Source: an optimization exercise on an open RTL-to-GDS flow (aim: small area and a short achievable clock period). Production flows keep margins and buffers that such runs may drop.
In this exercise RTL edits were held to simulation tests only and were not proved equivalent to the original.

==> flow/design.v, too long to show whole: its modules and the start of the top module <==
// module cvu: 1127 lines
module cvu (
    input  wire        clk,
    input  wire        rst,           
    input  wire [1:0]  cfg_poly,      
    input  wire        cfg_guard,     
    input  wire [31:0] cfg_xor,       
    input  wire        in_valid,
    input  wire        in_first,      
    input  wire        in_last,       
    input  wire [5:0]  in_words,      
    input  wire [63:0] in_guard,      
    input  wire [2:0]  in_nbytes,     
    input  wire [63:0] in_data,       
    input  wire        sw_we,
    input  wire [1:0]  sw_addr,       
    input  wire [31:0] sw_wdata,
    output reg  [31:0] cvrun,
    output wire [31:0] cvres,
    output reg         lostf,
    output reg         matchf,
    output reg         misf,
    output reg  [15:0] cvlost,
    output wire        busy
);
  // ...
==> flow/flow/run.sh <==
#!/bin/bash
# The standard layout, with two changes to how it is made:
# - plain buf_1 cells as the port buffers (the default picks a slow
#   clock-delay buffer for them);
# - timing repair aims for more setup slack than zero, so that the layout's
#   paths come out close to the shortest clock period the ports allow.
set -euo pipefail
export BUFFER_PORTS_ARGS="-buffer_cell sky130_fd_sc_hd__buf_1"
export SETUP_SLACK_MARGIN=11.5
bash standard.sh > standard_flow.log 2>&1
==> flow/standard.sh <==
#!/bin/bash
# synth_recipe.tcl (not shown) runs the flow's synth.tcl, then flattens the netlist and writes it again
# the make line also repeats each setting of config.mk as NAME=value (left out here)
make -C /OpenROAD-flow-scripts/flow DESIGN_CONFIG=/design/flow/config.mk WORK_HOME=/design/flow/orfs CLKGATE_MAP_FILE= SYNTH_SCRIPT=/design/flow/synth_recipe.tcl "${@:-finish}"
==> flow/config.mk <==
export PLATFORM = sky130hd
export DESIGN_NAME = cvu
export DESIGN_NICKNAME = cvu
export VERILOG_FILES = /design/flow/design.v
export SDC_FILE = /design/flow/constraint.sdc
export NUM_CORES = 4
export LEC_CHECK = 0
export CAP_MARGIN = 20
export CORE_MARGIN = 2
export CORE_UTILIZATION = 40
export SLEW_MARGIN = 20
==> flow/constraint.sdc <==
create_clock -name core_clock -period 20.0 [get_ports {clk}]
set_input_delay 4.0000 -clock core_clock [delete_from_list [all_inputs] [get_ports {clk}]]
set_output_delay 4.0000 -clock core_clock [all_outputs]
set_load 0.01 [all_outputs]
==> results.json, run 1 <==
{
  "post-synth-top-count-cell": "xnor2_1",
  "wl_met3_um": 40600,
  "timing.final.crit_share": 0.441,
  "initial_core_util": 0.403,
  "n_tap_cell": 2672,
  "core_area_um2": 202000,
  "worstMarginPinSlew_ns": 1.39,
  "die-area_um2": 207000,
  "dp_cells": 9438,
  "register_area_um2": 42200,
  "nNetsFinal": 7186,
  "mostFrequentLayoutCell": "xnor2_1",
  "die_x_um": 455,
  "reg.largest.list": "ent (1216), hreg (38)",
  "cp.required_ns": 16.00,
  "synth.largest_area_cell": "edfxtp_1",
  "vias_per_cell": 6.35,
  "setup_viol": 0,
  "placed_cell_area_um2": 86700,
  "layout_min_cycle_time_ns": 8.82,
  "hp-class": "flip-flop to flip-flop",
  "worstPathArrival_ns": 4.82,
  "grt_max_degree": 73,
  "synth_compound_area_frac": 0.122,
  "slew_violations": 0,
  "cp.depth": 6,
  "postSynthAreaPerCell_um2": 12.3,
  "use_met3": 0.0764,
  "status": "timing/DRC/antenna clean",
  "drc": 0,
  "wl_per_cell_um": 40.2,
  "area_growth_pct": 13.8,
  "largest_class": "flip-flops and latches",
  "grt_overflow": 0,
  "critPathTopFamily": "buffers and inverters",
  "startpoint": "cfg_poly[1]",
  "cp_max_fo": 12,
  "max_freq_ghz": 0.113
}
==> run 2: changes to the inputs <==
--- a/flow/design.v
+++ b/flow/design.v
@@ -615,30 +615,23 @@
     reg [31:0] acc;
     reg        mid_item;              
     reg        pend_run, pend_exp;
     reg [31:0] pend_run_d, pend_exp_d;
     wire        apply_run = pend_run && !mid_item;
     wire        apply_exp = pend_exp && !mid_item;
     wire        nonempty  = (occ != 6'd0);
     wire        pop       = nonempty && !apply_run;
-    reg  [W-1:0] hreg;
-    wire [DEPTH-1:0] nsel = pop ? {rsel[DEPTH-2:0], rsel[DEPTH-1]} : rsel;
-    reg  [W-1:0] nold;
+    reg  [W-1:0] head;
     integer h;
     always @(*) begin
-        nold = {W{1'b0}};
+        head = {W{1'b0}};
         for (h = 0; h < DEPTH; h = h + 1)
-            nold = nold | ({W{nsel[h]}} & ent[h]);
+            head = head | ({W{rsel[h]}} & ent[h]);
     end
-    wire         bypass = (occ == 6'd0) || (occ == 6'd1 && pop);
-    wire [W-1:0] first  = gword ? w_grd : w_beat;
-    always @(posedge clk)
-        hreg <= bypass ? first : nold;
-    wire [W-1:0] head  = hreg;
     wire [31:0]  hr    = head[31:0];
     wire [2:0]   hnb   = head[34:32];
     wire         hlast = head[35];
     wire [1:0]   hpoly = head[37:36];
     wire [31:0] wv  = mid_item ? acc : cvrun;
     wire [31:0] vm  = (hpoly == 2'd2) ? {16'd0, wv[15:0]} : wv;
     wire [31:0] u   = vm ^ hr;
     wire [63:0] win = {32'd0, u} << {~hnb, 3'b000};
==> flow/flow/run.sh (replaced) <==
#!/bin/bash
# The standard layout, with these changes to how it is made:
# - plain buf_1 cells as the port buffers (the default picks a slow
#   clock-delay buffer for them);
# - after the standard synthesis, each cvres[31:16] output gets its own copy
#   of the cfg_poly decode gate (flow/dup_decode.py), so that the path from
#   cfg_poly to cvres needs no buffer tree;
# - timing repair aims for more setup slack than zero, so that the layout's
#   paths come out close to the shortest clock period the ports allow.
set -euo pipefail
export BUFFER_PORTS_ARGS="-buffer_cell sky130_fd_sc_hd__buf_1"
export SETUP_SLACK_MARGIN=11.8
bash standard.sh synth > standard_synth.log 2>&1
NET=orfs/results/sky130hd/cvu/base/1_2_yosys.v
python3 flow/dup_decode.py "$NET" > dup_decode.log 2>&1
touch "$NET"
bash standard.sh > standard_flow.log 2>&1
==> flow/flow/dup_decode.py (new file) <==
#!/usr/bin/env python3
"""Give each masked cvres output its own copy of the cfg_poly decode gate.

Synthesis computes the "cfg_poly == 2" mask once and fans it out to the 16
gates of cvres[31:16], so the path from cfg_poly to those outputs goes through
a buffer tree. This edits the synthesized netlist (argument 1) in place: for
each cvres bit whose gate reads a net that is (through buffers) the output of
a gate fed only by cfg_poly ports, it adds a copy of that gate for the bit.
The logic function is unchanged; registers are not touched."""
import re, sys

path = sys.argv[1]
txt = open(path).read()
mod_end = txt.rindex("endmodule")
inst_re = re.compile(r"\n(\s*)(sky130_fd_sc_hd__\w+)\s+(\S+)\s*\((.*?)\);", re.S)
cells = {}
drv = {}
for m in inst_re.finditer(txt):
    typ, name, body = m.group(2), m.group(3), m.group(4)
    pins = {p: n.strip() for p, n in re.findall(r"\.(\w+)\(([^()]*)\)", body)}
    cells[name] = (typ, pins, m.start(), m.end())
    for p, n in pins.items():
        if p in ("X", "Y"):
            drv[n] = name

def is_buf(typ):
    return re.match(r"sky130_fd_sc_hd__(clk)?buf_\d+$", typ) is not None

def root(net):
    while net in drv and is_buf(cells[drv[net]][0]):
        net = cells[drv[net]][1]["A"]
    return net

def only_poly(net):
    n = drv.get(net)
    if n is None:
        return False
    typ, pins, _, _ = cells[n]
    ins = [root(v) for p, v in pins.items() if p not in ("X", "Y")]
    return len(ins) > 0 and all(re.fullmatch(r"cfg_poly\[\d\]", i) for i in ins)

edits = []   # (cell name, pin, new net, new instance text)
for i in range(16, 32):
    port = f"cvres[{i}]"
    g = drv.get(port)
    if g is None:
        continue
    typ, pins, _, _ = cells[g]
    for p, net in pins.items():
        if p in ("X", "Y"):
            continue
        r = root(net)
        if only_poly(r):
            dtyp, dpins, _, _ = cells[drv[r]]
            newnet = f"cvres_pdec_n{i}"
            conns = ", ".join(
                f".{q}({root(v) if q not in ('X', 'Y') else newnet})" for q, v in dpins.items())
            edits.append((g, p, newnet, f"  {dtyp} cvres_pdec_{i} ({conns});\n"))
            break

if not edits:
    print("dup_decode: no decode found, netlist unchanged")
    sys.exit(0)

# rewrite the pin connections, from the end of the file backwards
by_cell = {}
for g, p, newnet, _ in edits:
    by_cell.setdefault(g, []).append((p, newnet))
spans = sorted(((cells[g][2], cells[g][3], g) for g in by_cell), reverse=True)
out = txt
for s, e, g in spans:
    seg = out[s:e]
    for p, newnet in by_cell[g]:
        seg = re.sub(r"\.%s\([^()]*\)" % p, f".{p}({newnet})", seg, count=1)
    out = out[:s] + seg + out[e:]
mod_end = out.rindex("endmodule")
add = "".join(f"  wire {n};\n" for _, _, n, _ in edits) + "".join(t for _, _, _, t in edits)
out = out[:mod_end] + add + out[mod_end:]
open(path, "w").write(out)
print(f"dup_decode: {len(edits)} decode copies added")
==> results.json, run 2 <==
{
  "status": "timing/DRC/antenna clean",
  "timing.final.crit_share": 0.426,
  "core_area_um2": 195000,
  "die_x_um": 446,
  "grt_pass1_vias": 56363,
  "layout_min_cycle_time_ns": 8.52,
  "final_cell_area_um2": 90200,
  "rows": 162,
  "dp_hpwl_um": 238000,
  "grt_max_degree": 77,
  "wl_um": 352000,
  "drtIter0Drc": 8585,
  "holdWs_ns": 0.491,
  "worstPathArrival_ns": 4.52,
  "via_count": 58664,
  "max_freq_ghz": 0.117,
  "area_growth_pct": 15.4,
  "cts_sinks": 1413,
  "regMostFlops": "ent",
  "die-area_um2": 199000,
  "instances_no_fill": 9382,
  "drtAntennaViolNets": 0,
  "grt_use_total": 0.345,
  "grt_pass1_wl_um": 474000,
  "setup_viol": 0,
  "largest_register_ffs": 1216,
  "slew_violations": 0,
  "startpoint": "cfg_xor[21]",
  "numCtsBuffers": 134,
  "portBuffers": 295,
  "wl_per_cell_um": 37.5,
  "clkSlewWorstSetupHoldPaths_ns": 0.06,
  "grt_overflow": 0,
  "gp_congestion": 1.08,
  "cp.required_ns": 16.00,
  "worstMarginPinSlew_ns": 1.32,
  "cts-htree-levels": 4,
  "cts-root-buf": "clkbuf_16",
  "hp-class": "flip-flop to flip-flop",
  "cp-start-kind": "input port",
  "final.setup.tns_ns": 0,
  "postSynthAreaPerCell_um2": 12.4,
  "clk_path_buf_depth": 3,
  "r2r_cells": 23,
  "vias_per_cell": 6.25,
  "grt_setup_unrepaired": "yes",
  "dp_cells": 9070,
  "finClkSkew_ns": 0.0286,
  "placed_cell_area_um2": 83900,
  "grt_antenna_before_repair": 3,
  "cap_violations": 0,
  "clk_latency_ns": 0.79,
  "hold_viol_final": 0,
  "die_y_um": 446,
  "crit_path_end_kind": "output pin",
  "path_class": "input port to output pin",
  "final_cell_mix": "1466 x xnor2_1, 1312 x edfxtp_1, 594 x a22oi_1",
  "ff2ff_setup_slack_ns": 11.60,
  "drc": 0,
  "cts_tree": "built",
  "nNetsFinal": 6962,
  "drt_pass1_iterations": 9,
  "yosysWarnings": 2,
  "io_pins": 296,
  "r2r-start": "rsel[29]$_SDFFE_PP0P_",
  "syn-num-nets": 6544,
  "slew-limit-headroom": 0.114,
  "cp_max_fo": 2,
  "endpoint": "cvres[21]",
  "syn_inst": 6309,
  "initial_core_util": 0.402,
  "syn_area_um2": 78100,
  "mostFrequentLayoutCell": "xnor2_1",
  "utilization": 0.463,
  "drive_gt1_frac": 0.137,
  "timing.rr.end": "cvrun[6]$_SDFFE_PP0P_"
}
-- run 2: what timing repair did --
| item | in CTS | in global routing |
|---|---|---|
| resized for setup | 281 | 59 |
| endpoints found under the hold margin | 0 | 0 |
| setup buffers | 36 | 22 |
| cloned | 3 | 0 |
| pin swaps | 31 | 27 |
| hold buffers | 0 | 0 |
| endpoints found under the setup margin | 1028 | 1262 |
-- run 2: how the worst min path moves through the flow --
stage,startpoint,to,cells past startpoint
global route,in_poly[1]$_SDFFE_PP0P_,in_poly[1]$_SDFFE_PP0P_,2
detailed placement,in_poly[1]$_SDFFE_PP0P_,in_poly[1]$_SDFFE_PP0P_,2
global placement,pend_run_d[30]$_DFFE_PP_,cvrun[30]$_SDFFE_PP0P_,2
floorplan,in_poly[0]$_SDFFE_PP0P_,in_poly[0]$_SDFFE_PP0P_,2
finish,in_poly[1]$_SDFFE_PP0P_,in_poly[1]$_SDFFE_PP0P_,2
CTS,in_poly[1]$_SDFFE_PP0P_,in_poly[1]$_SDFFE_PP0P_,2
-- run 2: final cells by class --
type	instances	area, µm²
flip-flops and latches	1413	41500
fillers	17450	104000
repair buffers	624	4270
clock inverters	73	632
well taps	2542	3180
inverters	21	78.8
multi-input cells	4533	36900
diodes	4	10.0
clock buffers	172	3690
-- run 2: worst max-delay path, stage by stage --
cell and delay, ns:
buf_8 0.10, xnor2_4 0.13, nor2_4 0.16, buf_6 0.12
-- run 2: layer usage --
layer | track usage | up-vias | part of all wire
met4 | 0.218 | 0 | 0.080
met5 | 0 | - | 0
met3 | 0.0692 | 1089 | 0.11
met2 | 0.542 | 4368 | 0.45
met1 | 0.436 | 29336 | 0.37
li1 | - | 23871 | -
-- run 2: through the flow --
step / setup WS, ns
after CTS: 11.51
after global routing: 11.48
final: 11.48
after global placement: 9.73
after detailed placement: 9.56
after floorplan: 10.89
==> run 3: changes to the inputs <==
--- a/flow/config.mk
+++ b/flow/config.mk
@@ -10,2 +10,4 @@
 export CORE_UTILIZATION = 40
+export CTS_CLUSTER_DIAMETER = 150
+export CTS_CLUSTER_SIZE = 24
 export SLEW_MARGIN = 20
==> results.json, run 3 <==
{
  "slew-limit-headroom": 0.103,
  "cts-htree-levels": 3,
  "regMostFlops": "ent",
  "drtIter0Drc": 8759,
  "hold_end": "in_poly[1]$_SDFFE_PP0P_",
  "instances_no_fill": 9258,
  "numCtsBuffers": 68,
  "cts_tree": "built",
  "max_freq_ghz": 0.117,
  "worstPathArrival_ns": 4.53,
  "area_growth_pct": 12.5,
  "slew_violations": 0,
  "core_area_um2": 195000,
  "drive_gt1_frac": 0.125,
  "critPathTopFamily": "buffers and inverters",
  "cp.required_ns": 16.00,
  "timing.final.crit_share": 0.427,
  "r2r-start": "rsel[29]$_SDFFE_PP0P_",
  "syn_inst": 6309,
  "syn_area_um2": 78100,
  "final_cell_mix": "1467 x xnor2_1, 1312 x edfxtp_1, 594 x a22oi_1",
  "cts_hold_buf": 0,
  "gp_congestion": 1.08,
  "drt_pass1_iterations": 6,
  "nNetsFinal": 6898,
  "die_x_um": 446,
  "cp_cell_sequence": "buf_8 > xnor2_4 > nor2_4 > buf_6",
  "via_count": 58277,
  "holdWs_ns": 0.497,
  "hp-class": "flip-flop to flip-flop",
  "worstHoldStart": "in_poly[1]$_SDFFE_PP0P_",
  "grt_pass1_wl_um": 471000,
  "postSynthAreaPerCell_um2": 12.4,
  "wl_per_cell_um": 37.8,
  "portBuffers": 295,
  "path_class": "input port to output pin",
  "die-area_um2": 199000,
  "drc": 0,
  "grt_setup_unrepaired": "yes",
  "rows": 162,
  "cp_max_fo": 2,
  "finClkSkew_ns": 0.0473,
  "clk_latency_ns": 0.74,
  "critPathSlowestCell": "nor2_4",
  "vias_per_cell": 6.29,
  "clk_path_buf_depth": 3,
  "grt_use_total": 0.343,
  "critPathMaxStageDelay_ns": 0.17,
  "grt_overflow": 0,
  "cp-start-kind": "input port",
  "yosysWarnings": 2,
  "cts_sinks": 1413,
  "ff2ff_setup_slack_ns": 11.65,
  "io_pins": 296,
  "drtAntennaViolNets": 0,
  "dp_cells": 9070,
  "wl_um": 350000,
  "crit_path_end_kind": "output pin",
  "mostFrequentLayoutCell": "xnor2_1",
  "place_ws_ns": 9.56,
  "r2r_cells": 21,
  "initial_core_util": 0.402,
  "cts-root-buf": "clkbuf_16",
  "timing.rr.end": "cvrun[14]$_SDFFE_PP0P_",
  "clkSlewWorstSetupHoldPaths_ns": 0.09,
  "cap_violations": 0,
  "grt_pass1_vias": 55370,
  "critPathBufInv": 2,
  "die_y_um": 446,
  "dp_hpwl_um": 238000,
  "largest_register_ffs": 1216,
  "worstMarginPinSlew_ns": 1.35,
  "status": "timing/DRC/antenna clean",
  "setup_viol": 0,
  "final_cell_area_um2": 87900,
  "grt_antenna_before_repair": 2,
  "grt_max_degree": 77,
  "hold_viol_final": 0,
  "layout_min_cycle_time_ns": 8.53,
  "fin_ws_ns": 11.47,
  "utilization": 0.452,
  "whs_path_depth": 2,
  "placed_cell_area_um2": 83900,
  "syn-num-nets": 6544,
  "final.setup.tns_ns": 0
}
## run 3: changes by cell type in the layout (fill, tap and decap cells not counted), moves of 3 or more
cell and change:
bufinv_16 -9, clkbuf_1 +10, clkbuf_16 -72, clkinv_1 -32, clkinv_2 -19, clkinvlp_4 -3, diode_2 +4, o21ai_0 +3
o21ai_1 -4
## run 3: worst reg2reg max path: stages, from the launching register on
cell,delay (ns)
dfxtp_2,0.42
buf_4,0.28
buf_4,0.32
buf_4,0.36
a22oi_1,0.20
nand4_1,0.22
or4_2,0.66
buf_4,0.26
nand2_1,0.51
nor2_1,0.08
buf_4,0.25
a22oi_1,0.58
nand2_1,0.35
mux2i_2,0.90
xnor2_1,0.55
xor2_1,0.32
xnor2_1,0.34
xnor2_1,0.12
a221oi_1,0.96
xnor2_1,0.24
nand2_1,0.08
a311oi_1,0.27
## run 3: per-layer routing
layer | up-vias | global-route usage | share of wire
met5 | - | 0 | 0
met4 | 0 | 0.210 | 0.077
met3 | 1015 | 0.0604 | 0.10
met2 | 4283 | 0.541 | 0.45
met1 | 29327 | 0.439 | 0.37
li1 | 23652 | - | -
## run 3: layout make-up
type / instances / area, µm²
timing repair buffer: 626 / 4300
fill: 17631 / 107000
sequential: 1413 / 41500
tap: 2542 / 3180
clock inverter: 5 / 55.1
antenna: 8 / 20.0
clock buffer: 110 / 1920
inverter: 21 / 78.8
multi-input combinational: 4533 / 36900
## run 3: worst max path at each step
stage                      start  cells after the start  slack [ns]                    to
floorplan            in_words[1]                     13       10.89   ent[4][0]$_DFFE_PP_
global placement    in_nbytes[2]                     13        9.73  ent[1][30]$_DFFE_PP_
detailed placement  in_nbytes[2]                     13        9.56  ent[9][30]$_DFFE_PP_
CTS                  cfg_poly[1]                      4       11.51             cvres[16]
global route         cfg_xor[21]                      4       11.46             cvres[21]
finish               cfg_xor[21]                      4       11.47             cvres[21]
## run 3: what timing repair did
action | 4_1_cts | 5_1_grt
pin swaps | 33 | 32
setup buffers | 36 | 24
hold endpoints to repair | 0 | 0
endpoints found under the setup margin | 1041 | 1193
gates cloned | 3 | 0
gates resized for setup | 258 | 80
==> run 4: changes to the inputs <==
--- a/flow/config.mk
+++ b/flow/config.mk
@@ -7,3 +7,3 @@
 export LEC_CHECK = 0
-export CAP_MARGIN = 20
+export CAP_MARGIN = 5
 export CORE_MARGIN = 2
@@ -12,2 +12,2 @@
 export CTS_CLUSTER_SIZE = 24
-export SLEW_MARGIN = 20
+export SLEW_MARGIN = 5
==> results.json, run 4 <==
{
  "status": "timing/DRC/antenna clean",
  "fill_cells": 17693,
  "grt_overflow": 0,
  "mostFrequentLayoutCell": "xnor2_1",
  "timing.final.crit_share": 0.426,
  "hold_viol_final": 0,
  "nNetsFinal": 6913,
  "worstMarginPinSlew_ns": 1.46,
  "grt_use_total": 0.342,
  "die_x_um": 446,
  "drtAntennaViolNets": 0,
  "place_ws_ns": 9.56,
  "max_freq_ghz": 0.117,
  "die_y_um": 446,
  "via_count": 58020,
  "grt_setup_unrepaired": "yes",
  "slew_violations": 0,
  "regMostFlops": "ent",
  "register_area_um2": 41500,
  "yosysWarnings": 2,
  "cts_tree": "built",
  "clk_path_buf_depth": 3,
  "cp.required_ns": 16.00,
  "crit_path_end_kind": "output pin",
  "io_pins": 296,
  "r2r-start": "rsel[29]$_SDFFE_PP0P_",
  "syn_inst": 6309,
  "final.setup.tns_ns": 0,
  "final_cell_mix": "1466 x xnor2_1, 1312 x edfxtp_1, 594 x a22oi_1",
  "gr-usage-met1": 0.439,
  "path_class": "input port to output pin",
  "grt_pass1_wl_um": 471000,
  "numCtsBuffers": 69,
  "timing.rr.end": "cvrun[7]$_SDFFE_PP0P_",
  "area_growth_pct": 12.5,
  "r2r_cells": 22,
  "worstPathArrival_ns": 4.53,
  "use_met3": 0.0576,
  "hold_end": "in_poly[0]$_SDFFE_PP0P_",
  "drt_pass1_iterations": 8,
  "whs_path_depth": 2,
  "slew-limit-headroom": 0.0286,
  "cap_violations": 0,
  "ff2ff_setup_slack_ns": 11.60,
  "postSynthAreaPerCell_um2": 12.4,
  "grt_use_met2": 0.539,
  "rows": 162,
  "worstHoldStart": "in_poly[0]$_SDFFE_PP0P_",
  "drive_gt1_frac": 0.126,
  "finClkSkew_ns": 0.0354,
  "core_area_um2": 195000,
  "busiest_layer": "met2",
  "initial_core_util": 0.402,
  "clk_latency_ns": 0.73,
  "vias_per_cell": 6.27,
  "drc": 0,
  "syn-num-nets": 6544,
  "cts-root-buf": "clkbuf_16",
  "cts-htree-levels": 3,
  "grt_antenna_before_repair": 2,
  "wl_per_cell_um": 37.8,
  "grt_max_degree": 77,
  "clkSlewWorstSetupHoldPaths_ns": 0.09,
  "setup_viol": 0,
  "die-area_um2": 199000,
  "grt_pass1_vias": 55520,
  "multi_input_area_um2": 36800,
  "drtIter0Drc": 8711,
  "gp_congestion": 1.08,
  "portBuffers": 295,
  "cts_sinks": 1413,
  "wl_um": 350000,
  "final_cell_area_um2": 87900,
  "dp_hpwl_um": 238000,
  "cp_max_fo": 2,
  "hp-class": "flip-flop to flip-flop",
  "layout_min_cycle_time_ns": 8.53,
  "largest_register_ffs": 1216,
  "placed_cell_area_um2": 83900,
  "syn_area_um2": 78100,
  "fin_ws_ns": 11.47,
  "cp-start-kind": "input port"
}
## run 4: final cells by class
cell class / count / share of cell area
clock buffer: 99 / 0.0209
sequential: 1413 / 0.472
clock inverter: 7 / 0.00102
antenna: 1 / 0.0000285
tap: 2542 / 0.0362
multi-input combinational: 4533 / 0.419
inverter: 21 / 0.000897
timing repair buffer: 640 / 0.0502
## run 4: timing repair
action | CTS | global route
gates cloned | 3 | 0
hold buffers | 0 | 0
buffers inserted | 41 | 36
endpoints found under the hold margin | 0 | 0
resized for setup | 264 | 84
pin swaps | 30 | 37
setup endpoints to repair | 1061 | 1168
## run 4: worst max path at each step
stage,slack (ns),from,to,cells after the start
2_1_floorplan,10.89,in_words[1],ent[4][0]$_DFFE_PP_,13
3_3_place_gp,9.73,in_nbytes[2],ent[1][30]$_DFFE_PP_,13
3_5_place_dp,9.56,in_nbytes[2],ent[3][30]$_DFFE_PP_,13
4_1_cts,11.49,cfg_xor[21],cvres[21],4
5_1_grt,11.46,cfg_xor[21],cvres[21],4
6_report,11.47,cfg_xor[21],cvres[21],4
## run 4: worst max-delay path, stage by stage
cell     delay [ns]
buf_8          0.10
xnor2_4        0.14
nor2_4         0.15
buf_6          0.12
## run 4: metal layers
metal | part of all wire | up-vias
li1 | - | 23674
met1 | 0.37 | 29274
met2 | 0.45 | 4076
met3 | 0.10 | 994
met4 | 0.078 | 2
met5 | 0.000031 | -
## run 4: metrics by stage
| stage | util | std cells | hold slack (ns) |
|---|---|---|---|
| 2_1_floorplan | - | 6309 | 0.436 |
| 3_3_place_gp | 0.431 | 9067 | 0.466 |
| 3_5_place_dp | 0.431 | 9067 | 0.481 |
| 4_1_cts | 0.448 | 9217 | 0.495 |
| 5_1_grt | 0.452 | 9255 | 0.526 |
| 6_report | 0.452 | 9256 | 0.493 |
==> run 5: changes to the inputs <==
--- a/flow/flow/run.sh
+++ b/flow/flow/run.sh
@@ -11,3 +11,3 @@
 export BUFFER_PORTS_ARGS="-buffer_cell sky130_fd_sc_hd__buf_1"
-export SETUP_SLACK_MARGIN=11.8
+export SETUP_SLACK_MARGIN=12.2
 bash standard.sh synth > standard_synth.log 2>&1
==> results.json, run 5 <==
{
  "fin_ws_ns": 11.47,
  "dp_cells": 9056,
  "utilization": 0.459,
  "nNetsFinal": 6934,
  "register_area_um2": 41500,
  "holdWs_ns": 0.500,
  "drt_pass1_iterations": 6,
  "max_freq_ghz": 0.117,
  "instances_no_fill": 9289,
  "grt_use_total": 0.346,
  "drtAntennaViolNets": 0,
  "cts-htree-levels": 3,
  "cp_max_fo": 2,
  "io_pins": 296,
  "cts_sinks": 1413,
  "drtIter0Drc": 8836,
  "die-area_um2": 199000,
  "hp-class": "flip-flop to flip-flop",
  "layout_min_cycle_time_ns": 8.53,
  "gp_congestion": 1.08,
  "yosysWarnings": 2,
  "syn_inst": 6309,
  "slew_violations": 0,
  "drc": 0,
  "clk_latency_ns": 0.75,
  "place_ws_ns": 9.93,
  "grt_pass1_vias": 55276,
  "finClkSkew_ns": 0.0468,
  "mostFrequentLayoutCell": "xnor2_1",
  "hold_viol_final": 0,
  "rows": 162,
  "core_area_um2": 195000,
  "timing.final.crit_share": 0.426,
  "multi_input_area_um2": 37500,
  "dp_hpwl_um": 238000,
  "initial_core_util": 0.402,
  "grt_setup_unrepaired": "yes",
  "grt_pass1_wl_um": 475000,
  "worstPathArrival_ns": 4.53,
  "largest_register_ffs": 1216,
  "cts-root-buf": "clkbuf_16",
  "area_growth_pct": 14.3,
  "drive_gt1_frac": 0.137,
  "cp.required_ns": 16.00,
  "placed_cell_area_um2": 84100,
  "regMostFlops": "ent",
  "vias_per_cell": 6.30,
  "path_class": "input port to output pin",
  "wl_per_cell_um": 38.1,
  "final_cell_area_um2": 89300,
  "clkSlewWorstSetupHoldPaths_ns": 0.10,
  "cp-start-kind": "input port",
  "cap_violations": 0,
  "numCtsBuffers": 69,
  "syn_area_um2": 78100,
  "grt_max_degree": 81,
  "slew-limit-headroom": 0.104,
  "grt_overflow": 0,
  "via_count": 58476,
  "fill_cells": 17798,
  "wl_um": 354000,
  "postSynthAreaPerCell_um2": 12.4,
  "portBuffers": 295,
  "setup_viol": 0,
  "grt_antenna_before_repair": 4,
  "final.setup.tns_ns": 0,
  "final_cell_mix": "1448 x xnor2_1, 1312 x edfxtp_1, 593 x a22oi_1",
  "worstMarginPinSlew_ns": 1.34,
  "syn-num-nets": 6544,
  "cts_hold_buf": 0,
  "crit_path_end_kind": "output pin",
  "status": "timing/DRC/antenna clean",
  "clk_path_buf_depth": 3,
  "die_x_um": 446,
  "die_y_um": 446,
  "cts_tree": "built"
}
## run 5: final timing paths
path	startpoint	to	slack, ns	cells after the start
setup / recovery	cfg_xor[22]	cvres[22]	11.47	4
hold / removal	in_poly[0]$_SDFFE_PP0P_	in_poly[0]$_SDFFE_PP0P_	0.50	2
setup reg to reg	rsel[25]$_SDFFE_PP0P_	cvrun[7]$_SDFFE_PP0P_	11.99	19
hold reg to reg	in_poly[0]$_SDFFE_PP0P_	in_poly[0]$_SDFFE_PP0P_	0.50	2
## run 5: metal layers
| layer | GRT usage | up-vias | share of wire |
|---|---|---|---|
| li1 | - | 23731 | - |
| met1 | 0.446 | 29597 | 0.37 |
| met2 | 0.547 | 4198 | 0.45 |
| met3 | 0.0670 | 948 | 0.11 |
| met4 | 0.195 | 2 | 0.069 |
| met5 | 0 | - | 0.000045 |
## run 5: worst max-delay path, stage by stage
cell,delay (ns)
buf_8,0.11
xnor2_4,0.13
nor2_4,0.17
buf_6,0.13
## run 5: layout make-up
class                           instances  share of cell area
Tap cell                             2542              0.0356
Sequential cell                      1413               0.464
Clock buffer                          106              0.0211
Clock inverter                          8             0.00210
Inverter                               21            0.000883
Multi-Input combinational cell       4533               0.420
Timing Repair Buffer                  661              0.0554
Antenna cell                            5            0.000140
## run 5: timing repair
item,in CTS,in global routing
setup buffers,53,58
endpoints found under the setup margin,1594,1786
pin swaps,40,35
cloned,3,0
gates resized for setup,381,104
==> run 6: changes to the inputs <==
--- a/flow/flow/run.sh
+++ b/flow/flow/run.sh
@@ -11,3 +11,3 @@
 export BUFFER_PORTS_ARGS="-buffer_cell sky130_fd_sc_hd__buf_1"
-export SETUP_SLACK_MARGIN=12.2
+export SETUP_SLACK_MARGIN=11.6
 bash standard.sh synth > standard_synth.log 2>&1
--- a/flow/config.mk
+++ b/flow/config.mk
@@ -7,3 +7,3 @@
 export LEC_CHECK = 0
-export CAP_MARGIN = 5
+export CAP_MARGIN = 20
 export CORE_MARGIN = 2
@@ -12,2 +12,2 @@
 export CTS_CLUSTER_SIZE = 24
-export SLEW_MARGIN = 5
+export SLEW_MARGIN = 20
==> results.json, run 6 <==
{
  "critPathMaxStageDelay_ns": 0.16,
  "fin_ws_ns": 11.40,
  "timing.final.crit_share": 0.430,
  "portBuffers": 295,
  "layout_min_cycle_time_ns": 8.60,
  "r2r_cells": 19,
  "instances_no_fill": 9254,
  "grt_pass1_wl_um": 469000,
  "cts-root-buf": "clkbuf_16",
  "status": "timing/DRC/antenna clean",
  "worstPathArrival_ns": 4.60,
  "drt_pass1_iterations": 6,
  "cts-htree-levels": 3,
  "slew-limit-headroom": 0.0722,
  "yosysWarnings": 2,
  "place_ws_ns": 9.65,
  "nNetsFinal": 6897,
  "vias_per_cell": 6.26,
  "io_pins": 296,
  "postSynthAreaPerCell_um2": 12.4,
  "path_class": "input port to output pin",
  "cp-start-kind": "input port",
  "die_y_um": 446,
  "largest_register_ffs": 1216,
  "utilization": 0.448,
  "clkSlewWorstSetupHoldPaths_ns": 0.10,
  "rows": 162,
  "dp_cells": 9058,
  "core_area_um2": 195000,
  "crit_path_end_kind": "output pin",
  "critPathSlowestCell": "nor2b_2",
  "grt_pass1_vias": 54840,
  "clk_latency_ns": 0.71,
  "gp_congestion": 1.06,
  "dp_hpwl_um": 238000,
  "drive_gt1_frac": 0.116,
  "die_x_um": 446,
  "hold_end": "in_poly[1]$_SDFFE_PP0P_",
  "r2r-start": "rsel[0]$_SDFFE_PP1P_",
  "cts_hold_buf": 0,
  "critPathBufInv": 2,
  "clk_path_buf_depth": 3,
  "worstMarginPinSlew_ns": 1.39,
  "cts_tree": "built",
  "slew_violations": 0,
  "syn_area_um2": 78100,
  "grt_antenna_before_repair": 6,
  "whs_path_depth": 2,
  "via_count": 57912,
  "cp.required_ns": 16.00,
  "critPathTopFamily": "simple AND/OR/NAND/NOR gates",
  "setup_viol": 0,
  "grt_setup_unrepaired": "yes",
  "final.setup.tns_ns": 0,
  "syn-num-nets": 6544,
  "wl_um": 350000,
  "grt_max_degree": 75,
  "final_cell_mix": "1480 x xnor2_1, 1312 x edfxtp_1, 594 x a22oi_1",
  "cts_sinks": 1413,
  "hp-class": "flip-flop to flip-flop",
  "syn_inst": 6309,
  "timing.rr.end": "cvrun[5]$_SDFFE_PP0P_",
  "cap_violations": 0,
  "grt_overflow": 0,
  "hold_viol_final": 0,
  "drtIter0Drc": 8233,
  "die-area_um2": 199000,
  "grt_use_total": 0.342,
  "max_freq_ghz": 0.116,
  "mostFrequentLayoutCell": "xnor2_1",
  "ff2ff_setup_slack_ns": 11.44,
  "numCtsBuffers": 68,
  "worstHoldStart": "in_poly[1]$_SDFFE_PP0P_",
  "wl_per_cell_um": 37.8,
  "drtAntennaViolNets": 0,
  "initial_core_util": 0.402,
  "cp_max_fo": 8,
  "drc": 0,
  "finClkSkew_ns": 0.0457,
  "regMostFlops": "ent",
  "area_growth_pct": 11.5,
  "cp_cell_sequence": "buf_16 > nor2b_2 > nor2_2 > buf_2"
}
-- run 6: layout make-up --
class	count	area [µm²]
flip-flops and latches	1413	41500
well taps	2542	3180
multi-input cells	4533	36400
fillers	17829	107000
clock inverters	5	103
clock buffers	111	1920
inverters	21	78.8
repair buffers	625	3930
diodes	4	10.0
-- run 6: metal layers --
metal | vias to the layer above | GRT usage | wire length, µm
li1 | 23638 | - | -
met1 | 29278 | 0.441 | 131000
met2 | 4099 | 0.543 | 159000
met3 | 897 | 0.0600 | 35500
met4 | 0 | 0.197 | 25300
met5 | - | 0 | 0
-- run 6: per-stage QoR --
step           hold WS (ns)  area (µm²)
6_report              0.492       87100
5_1_grt               0.514       87100
4_1_cts               0.497       86500
3_5_place_dp          0.471       83300
3_3_place_gp          0.471       83300
2_1_floorplan         0.436       78100
-- run 6: repair_timing --
item                                    4_1_cts  5_1_grt
cloned                                        2        0
resized for setup                           166       73
pin swaps                                    20       21
setup buffers                                65        9
endpoints found under the setup margin      995      755
-- run 6: worst max-delay path by stage --
stage	startpoint	endpoint	slack (ns)	cells past startpoint
floorplan	in_words[1]	ent[4][0]$_DFFE_PP_	10.89	13
global placement	in_nbytes[2]	ent[12][8]$_DFFE_PP_	9.72	13
detailed placement	in_nbytes[2]	ent[9][30]$_DFFE_PP_	9.65	13
CTS	in_nbytes[2]	ent[17][26]$_DFFE_PP_	11.34	11
global route	cfg_poly[1]	cvres[23]	11.40	4
finish	cfg_poly[1]	cvres[23]	11.40	4
-- run 6: worst min-delay path, cell delays in order, from the launching register on --
cell,delay (ns)
dfxtp_1,0.34
nand2_1,0.06
a21oi_1,0.05

## what the ideal ports hide
How much do the figures lean on ideal ports? The routed layouts below were timed once more, with nothing changed but the port constraints. Step 1 (the two cells are an assumption about what drives the block):
set clk [get_ports {clk}]
set_driving_cell -lib_cell sky130_fd_sc_hd__clkbuf_16 $clk
set_driving_cell -lib_cell sky130_fd_sc_hd__buf_2 [delete_from_list [all_inputs] $clk]
Step 2 moves the port delays by t, midway between the first and last clock arrival at a register: inputs arrive t later, outputs are due t later. That takes back most of the time a late clock gives input paths. Slacks: ideal ports / drivers / drivers and shift; pairs: ideal ports / drivers.
| run | shift t [ns] | setup WS [ns] | hold WS [ns] | worst register clock-pin slew, ns | worst slew at a driven data input, ns |
|---|---|---|---|---|---|
| run 1 | 0.900 | 11.177 / 11.139 / 10.738 | 0.495 / 0.495 / 0.495 | 0.07 / 0.07 | 0.21 |
| run 2 | 0.859 | 11.484 / 11.308 / 11.013 | 0.491 / 0.491 / 0.491 | 0.08 / 0.08 | 0.25 |
| run 3 | 0.814 | 11.465 / 11.313 / 11.054 | 0.497 / 0.497 / 0.497 | 0.12 / 0.12 | 0.25 |
| run 4 | 0.800 | 11.474 / 11.289 / 11.106 | 0.493 / 0.493 / 0.493 | 0.10 / 0.10 | 0.27 |
| run 5 | 0.810 | 11.474 / 11.311 / 11.311 | 0.500 / 0.500 / 0.500 | 0.11 / 0.11 | 0.25 |
| run 6 | 0.752 | 11.398 / 11.219 / 10.738 | 0.492 / 0.492 / 0.492 | 0.11 / 0.11 | 0.29 |
After both steps every run listed still meets setup and hold. For run 6, which loses most, drivers alone change the setup slack by -0.179 ns; drivers and shift together by -0.660 ns.
